Background: an optimization exercise with open tools, aiming at small area, a short achievable clock period and few clock cycles. Do not read the settings as production practice.
At most, simulation tests tie the RTL to the original design; equivalence was not proved.
Power figures rest on the tool's default switching activity, not on a simulated workload.

==> flow/design.v <==
module rot_check (
    input  wire        clk,
    input  wire        rst,
    input  wire        ro_we,
    input  wire [5:0]  ro_addr,
    input  wire [9:0]  ro_data,
    input  wire        start,
    input  wire [6:0]  k_in,
    input  wire [5:0]  m_in,
    input  wire [10:0] pphi_in,
    input  wire        phi_valid,
    input  wire [5:0]  phi_data,
    output wire        phi_ready,
    output reg         tab_valid,
    output reg  [5:0]  tab_phi,
    output reg  [5:0]  tab_x,
    output reg  [5:0]  tab_row,
    output wire        idle,
    output reg         done,
    output reg  [3:0]  result,
    output reg  [5:0]  row_a,
    output reg  [5:0]  row_b,
    output reg  [9:0]  phase_index
);
    localparam [3:0] RES_PASS        = 4'd0;
    localparam [3:0] RES_FIRING_MAP  = 4'd1;
    localparam [3:0] RES_COVERAGE    = 4'd2;
    localparam [3:0] RES_PHASE_RANGE = 4'd5;
    localparam [3:0] RES_LIMIT       = 4'd6;
    reg        idle_r;
    reg        ready_r;
    reg        st_first;             
    reg        st_run;               
    reg        st_emit;              
    assign idle      = idle_r;
    wire       idl = ~(st_first | st_run | st_emit);
    assign phi_ready = ready_r;
    reg [6:0]  k;
    reg [5:0]  m;
    reg [10:0] pphi;
    reg        we_q;                 
    reg [5:0]  wa_q;
    reg [9:0]  wd_q;
    reg [9:0]  row_ofs [0:63];
    always @(posedge clk) begin
        we_q <= ro_we & idl;
        wa_q <= ro_addr;
        wd_q <= ro_data;
        if (we_q)
            row_ofs[wa_q] <= wd_q;
    end
    reg        pv_q;                 
    reg [5:0]  pd_q;                 
    reg [10:0] idx;                  
    reg        stream_ok;            
    reg [63:0] seen;
    reg [5:0]  dphi [1:63];          
    reg [6:0]  ndist;
    reg [5:0]  phi0;
    wire       p_take  = pv_q & st_run & ~stream_ok;
    wire       rdy_int = st_first | (st_run & ~stream_ok);    
    wire       take0   = phi_valid & (st_first | (rdy_int & ~w_started));    
    wire       p_bad   = {1'b0, pd_q} >= k;
    wire       p_new   = ~seen[pd_q];
    always @(posedge clk) begin
        pv_q <= phi_valid & rdy_int;
        pd_q <= phi_data;
        if (p_take && !p_bad && p_new && ndist != 7'd0)
            dphi[ndist[5:0]] <= pd_q;
    end
    reg        a_v;
    reg [5:0]  a_s, a_r;
    reg        b_v;
    reg [5:0]  b_r;
    reg [9:0]  b_ofs;
    reg        c_v, d_v, e_v, f_v, g_v;
    reg [5:0]  g_s;                  
    reg [10:0] c_val, d_val;
    reg [9:0]  e_val;
    reg [7:0]  f_val;
    reg [5:0]  g_x;
    reg        cov_bad;
    reg        cov_ok;               
    reg        w_started;            
    reg        fm_bad;
    reg [63:0] own_v;
    reg [5:0]  owner [0:63];
    wire [6:0] a_sinc  = {1'b0, a_s} + {1'b0, m};
    wire [5:0] a_snext = (a_sinc >= k) ? (a_sinc - k) : a_sinc[5:0];
    wire       a_last  = ({1'b0, a_r} == k - 7'd1);
    wire       a_cov   = (a_r != 6'd0) && (a_s == phi0);
    wire [6:0] g_sinc  = {1'b0, g_s} + {1'b0, m};
    wire [5:0] g_snext = (g_sinc >= k) ? (g_sinc - k) : g_sinc[5:0];
    wire [10:0] dv [0:11];
    assign dv[11] = {1'b0, b_ofs} + {5'd0, b_r};
    genvar gi;
    generate
        for (gi = 10; gi >= 0; gi = gi - 1) begin : g_red
            wire [10:0] vin = (gi == 7) ? c_val : (gi == 5) ? d_val :
                              (gi == 3) ? {1'b0, e_val} : (gi == 1) ? {3'd0, f_val} : dv[gi + 1];
            wire [10:0] sh  = vin >> gi;
            wire [7:0]  df  = {1'b0, sh[6:0]} - {1'b0, k};
            wire [10:0] lo  = vin & ((11'd1 << gi) - 11'd1);
            wire [17:0] up  = {10'd0, df} << gi;
            assign dv[gi] = df[7] ? vin : (up[10:0] | lo);
        end
    endgenerate
    wire       g_hit   = own_v[g_x];
    wire [5:0] own_rd;
    reg  [5:0] ptr;
    assign own_rd = owner[g_v ? g_x : ptr];
    wire       walk_busy = a_v | b_v | c_v | d_v | e_v | f_v | g_v;
    always @(posedge clk) begin
        if (g_v)
            owner[g_x] <= g_s;
    end
    reg [5:0]  ecnt;
    reg [6:0]  jn;
    reg [5:0]  sacc, sd;
    reg [5:0]  cur_phi;
    wire [5:0] nphi    = dphi[jn[5:0]];
    wire [6:0] sinc    = {1'b0, sacc} + {1'b0, m};
    wire [5:0] snext   = (sinc >= k) ? (sinc - k) : sinc[5:0];
    wire [6:0] pinc    = {1'b0, ptr} + 7'd1;
    wire       e_lastx = ({1'b0, ecnt} == k - 7'd1);
    wire       last_in = (idx + 11'd1 == pphi);
    wire       p_ok    = p_take & ~p_bad;
    wire       s_done  = stream_ok | (p_ok & last_in);
    wire       fm_early = fm_bad & cov_ok;
    wire       decide  = st_run & s_done & ((w_started & ~walk_busy) | fm_early);
    wire       go      = decide & ~cov_bad & ~fm_bad;
    wire       issue   = st_emit | go;
    wire       lastph  = (p_ok & p_new) ? (jn == ndist + 7'd1) : (jn == ndist);
    wire       limit_bad = (k == 7'd0) || (k > 7'd64) || ({1'b0, m} >= k) ||
                           (pphi == 11'd0) || (pphi > 11'd1024);
    integer i;
    always @(posedge clk) begin
        done      <= 1'b0;
        tab_valid <= 1'b0;
        if (idl) begin
            k    <= k_in;
            m    <= m_in;
            pphi <= pphi_in;
        end
        b_v   <= a_v & ~a_cov;
        b_r   <= a_r;
        b_ofs <= row_ofs[a_s];
        c_v   <= b_v;
        c_val <= dv[8];
        d_v   <= c_v;
        d_val <= dv[6];
        e_v   <= d_v;
        e_val <= dv[4][9:0];
        f_v   <= e_v;
        f_val <= dv[2][7:0];
        g_v   <= f_v;
        g_x   <= dv[0][5:0];
        if (a_v) begin
            if (a_cov) begin
                cov_bad <= 1'b1;
                a_v     <= 1'b0;
            end else begin
                if (a_r == k[6:1]) cov_ok <= 1'b1;
                a_s <= a_snext;
                a_r <= a_r + 6'd1;
                if (a_last) a_v <= 1'b0;
            end
        end
        if (g_v) begin
            g_s        <= g_snext;
            own_v[g_x] <= 1'b1;
            if (g_hit && !fm_bad) begin
                fm_bad <= 1'b1;
                row_a  <= own_rd;
                row_b  <= g_s;
            end
        end
        if (st_first) begin
            st_first    <= 1'b0;
            seen        <= 64'd0;
            own_v       <= 64'd0;
            ndist       <= 7'd0;
            idx         <= 11'd0;
            stream_ok   <= 1'b0;
            cov_bad     <= 1'b0;
            cov_ok      <= 1'b0;
            w_started   <= 1'b0;
            fm_bad      <= 1'b0;
            row_a       <= 6'd0;
            row_b       <= 6'd0;
            phase_index <= 10'd0;
            a_v         <= 1'b0;
            b_v         <= 1'b0;
            c_v         <= 1'b0;
            d_v         <= 1'b0;
            e_v         <= 1'b0;
            f_v         <= 1'b0;
            g_v         <= 1'b0;
            ptr         <= 6'd0;
            ecnt        <= 6'd0;
            jn          <= 7'd1;
            sd          <= 6'd0;
            if (limit_bad) begin
                idle_r  <= 1'b1;
                ready_r <= 1'b0;
                done    <= 1'b1;
                result  <= RES_LIMIT;
            end else begin
                st_run  <= 1'b1;
            end
        end
        if (p_take) begin
            if (p_bad) begin
                st_run      <= 1'b0;
                idle_r      <= 1'b1;
                ready_r     <= 1'b0;
                done        <= 1'b1;
                result      <= RES_PHASE_RANGE;
                row_a       <= 6'd0;
                row_b       <= 6'd0;
                phase_index <= idx[9:0];
            end else begin
                if (p_new) begin
                    seen[pd_q] <= 1'b1;
                    ndist      <= ndist + 7'd1;
                end
                idx <= idx + 11'd1;
                if (last_in) begin
                    stream_ok <= 1'b1;
                    ready_r   <= 1'b0;
                end
            end
        end
        if (take0) begin
            phi0      <= phi_data;
            cur_phi   <= phi_data;
            sacc      <= phi_data;
            a_v       <= 1'b1;
            w_started <= 1'b1;
            a_s       <= phi_data;
            g_s       <= phi_data;
            a_r       <= 6'd0;
        end
        if (decide) begin
            st_run <= 1'b0;
            if (cov_bad || fm_bad) begin
                idle_r <= 1'b1;
                done   <= 1'b1;
                result <= cov_bad ? RES_COVERAGE : RES_FIRING_MAP;
                if (cov_bad) begin
                    row_a <= 6'd0;
                    row_b <= 6'd0;
                end
            end else begin
                st_emit <= 1'b1;
            end
        end
        tab_phi <= cur_phi;
        tab_x   <= ecnt;
        tab_row <= own_rd;
        if (issue) begin
            tab_valid <= 1'b1;
            ecnt      <= ecnt + 6'd1;
            ptr       <= (pinc == {1'b0, k}) ? 6'd0 : pinc[5:0];
            if (sd == 6'd0 || sacc != nphi) begin
                sacc <= snext;
                sd   <= sd + 6'd1;
            end
            if (e_lastx) begin
                ecnt <= 6'd0;
                if (lastph) begin
                    st_emit <= 1'b0;
                    idle_r  <= 1'b1;
                    done    <= 1'b1;
                    result  <= RES_PASS;
                end else begin
                    jn      <= jn + 7'd1;
                    cur_phi <= nphi;
                    ptr     <= sd;
                    sacc    <= phi0;
                    sd      <= 6'd0;
                end
            end
        end
        if (idl && start) begin
            idle_r   <= 1'b0;
            ready_r  <= 1'b1;
            st_first <= 1'b1;
        end
        if (rst) begin
            idle_r    <= 1'b1;
            ready_r   <= 1'b0;
            st_first  <= 1'b0;
            st_run    <= 1'b0;
            st_emit   <= 1'b0;
            done      <= 1'b0;
            tab_valid <= 1'b0;
        end
    end
endmodule
clock: 27.0 ns
lec_check: 0
cap_margin: 40
core_margin: 2
core_utilization: 60
cts_buf_list: sky130_fd_sc_hd__clkbuf_16
cts_cluster_diameter: 150
cts_cluster_size: 24
slew_margin: 40
standard.sh (not shown) runs the stock make flow with config.mk's settings and CLKGATE_MAP_FILE= SYNTH_SCRIPT=/design/flow/synth_recipe.tcl, a recipe that flattens the netlist after the stock synthesis.
==> flow/flow/run.sh <==
#!/bin/bash
# The standard layout (standard.sh: the standard flow's synthesis and ORFS flow, unchanged),
# except that the port buffers are sky130_fd_sc_hd__buf_2 instead of the
# smallest buffer buffer_ports picks on its own, and timing repair aims for
# more setup slack than the 27 ns clock leaves it to find on its own.
set -euo pipefail
export BUFFER_PORTS_ARGS="-buffer_cell sky130_fd_sc_hd__buf_2"
export SETUP_SLACK_MARGIN=20.5
bash standard.sh finish > standard_flow.log 2>&1
Testbench counts at the start, summed over its fixed seeds: cycles 170,856.
Change:
--- a/flow/design.v
+++ b/flow/design.v
@@ -59,10 +59,8 @@
     reg [5:0]  phi0;
     wire       p_take  = pv_q & st_run & ~stream_ok;
-    wire       rdy_int = st_first | (st_run & ~stream_ok);    
-    wire       take0   = phi_valid & (st_first | (rdy_int & ~w_started));    
     wire       p_bad   = {1'b0, pd_q} >= k;
     wire       p_new   = ~seen[pd_q];
     always @(posedge clk) begin
-        pv_q <= phi_valid & rdy_int;
+        pv_q <= phi_valid & (st_first | (st_run & ~stream_ok));
         pd_q <= phi_data;
         if (p_take && !p_bad && p_new && ndist != 7'd0)
@@ -81,5 +79,4 @@
     reg [5:0]  g_x;
     reg        cov_bad;
-    reg        cov_ok;               
     reg        w_started;            
     reg        fm_bad;
@@ -127,6 +124,5 @@
     wire       p_ok    = p_take & ~p_bad;
     wire       s_done  = stream_ok | (p_ok & last_in);
-    wire       fm_early = fm_bad & cov_ok;
-    wire       decide  = st_run & s_done & ((w_started & ~walk_busy) | fm_early);
+    wire       decide  = st_run & s_done & w_started & ~walk_busy;
     wire       go      = decide & ~cov_bad & ~fm_bad;
     wire       issue   = st_emit | go;
@@ -161,5 +157,4 @@
                 a_v     <= 1'b0;
             end else begin
-                if (a_r == k[6:1]) cov_ok <= 1'b1;
                 a_s <= a_snext;
                 a_r <= a_r + 6'd1;
@@ -184,5 +179,4 @@
             stream_ok   <= 1'b0;
             cov_bad     <= 1'b0;
-            cov_ok      <= 1'b0;
             w_started   <= 1'b0;
             fm_bad      <= 1'b0;
@@ -225,4 +219,14 @@
                     ndist      <= ndist + 7'd1;
                 end
+                if (idx == 11'd0) begin
+                    phi0    <= pd_q;
+                    cur_phi <= pd_q;
+                    sacc    <= pd_q;
+                    a_v     <= 1'b1;
+                    w_started <= 1'b1;
+                    a_s     <= pd_q;
+                    g_s     <= pd_q;
+                    a_r     <= 6'd0;
+                end
                 idx <= idx + 11'd1;
                 if (last_in) begin
@@ -231,14 +235,4 @@
                 end
             end
-        end
-        if (take0) begin
-            phi0      <= phi_data;
-            cur_phi   <= phi_data;
-            sacc      <= phi_data;
-            a_v       <= 1'b1;
-            w_started <= 1'b1;
-            a_s       <= phi_data;
-            g_s       <= phi_data;
-            a_r       <= 6'd0;
         end
         if (decide) begin
What happened:
- final area stays flat
- final cell count grows by 2.4%
- power came out lower by 4.9%
- worst hold slack gets better by 0.0057 ns
- global-route usage came out higher by 0.53 points
- critical path depth stays the same
For the second run of this note, only the layout was checked, not whether the RTL still works.

-- re-timing with driven ports --
The flow's constraints put no driver on any port. The routed layouts listed below were extracted and timed again, unchanged, in two steps.
Step 1 (the two cells are an assumption about what drives the block):
set clk [get_ports {clk}]
set_driving_cell -lib_cell sky130_fd_sc_hd__clkbuf_16 $clk
set_driving_cell -lib_cell sky130_fd_sc_hd__buf_2 [delete_from_list [all_inputs] $clk]
Step 2 times the ports against the registers' clock, not the clock port: input delays grow and output delays shrink by t, the midpoint of the rising clock arrivals with the driver on.
Three values: ideal ports, drivers, drivers and shift; two values: the first two.
run	shift t [ns]	slack for setup (ns)	worst setup path at the end	clock arrival spread, ns	pins driven straight from the clock port
the first run	0.794	20.422 / 20.348 / 19.924	input to register	0.031 / 0.032	1
the second run	0.797	20.426 / 20.348 / 20.856	input to register	0.031 / 0.032	1
After both steps setup and hold are still met in every run listed. For the first run, which loses most, drivers alone change the setup slack by -0.074 ns; drivers and shift together by -0.498 ns.
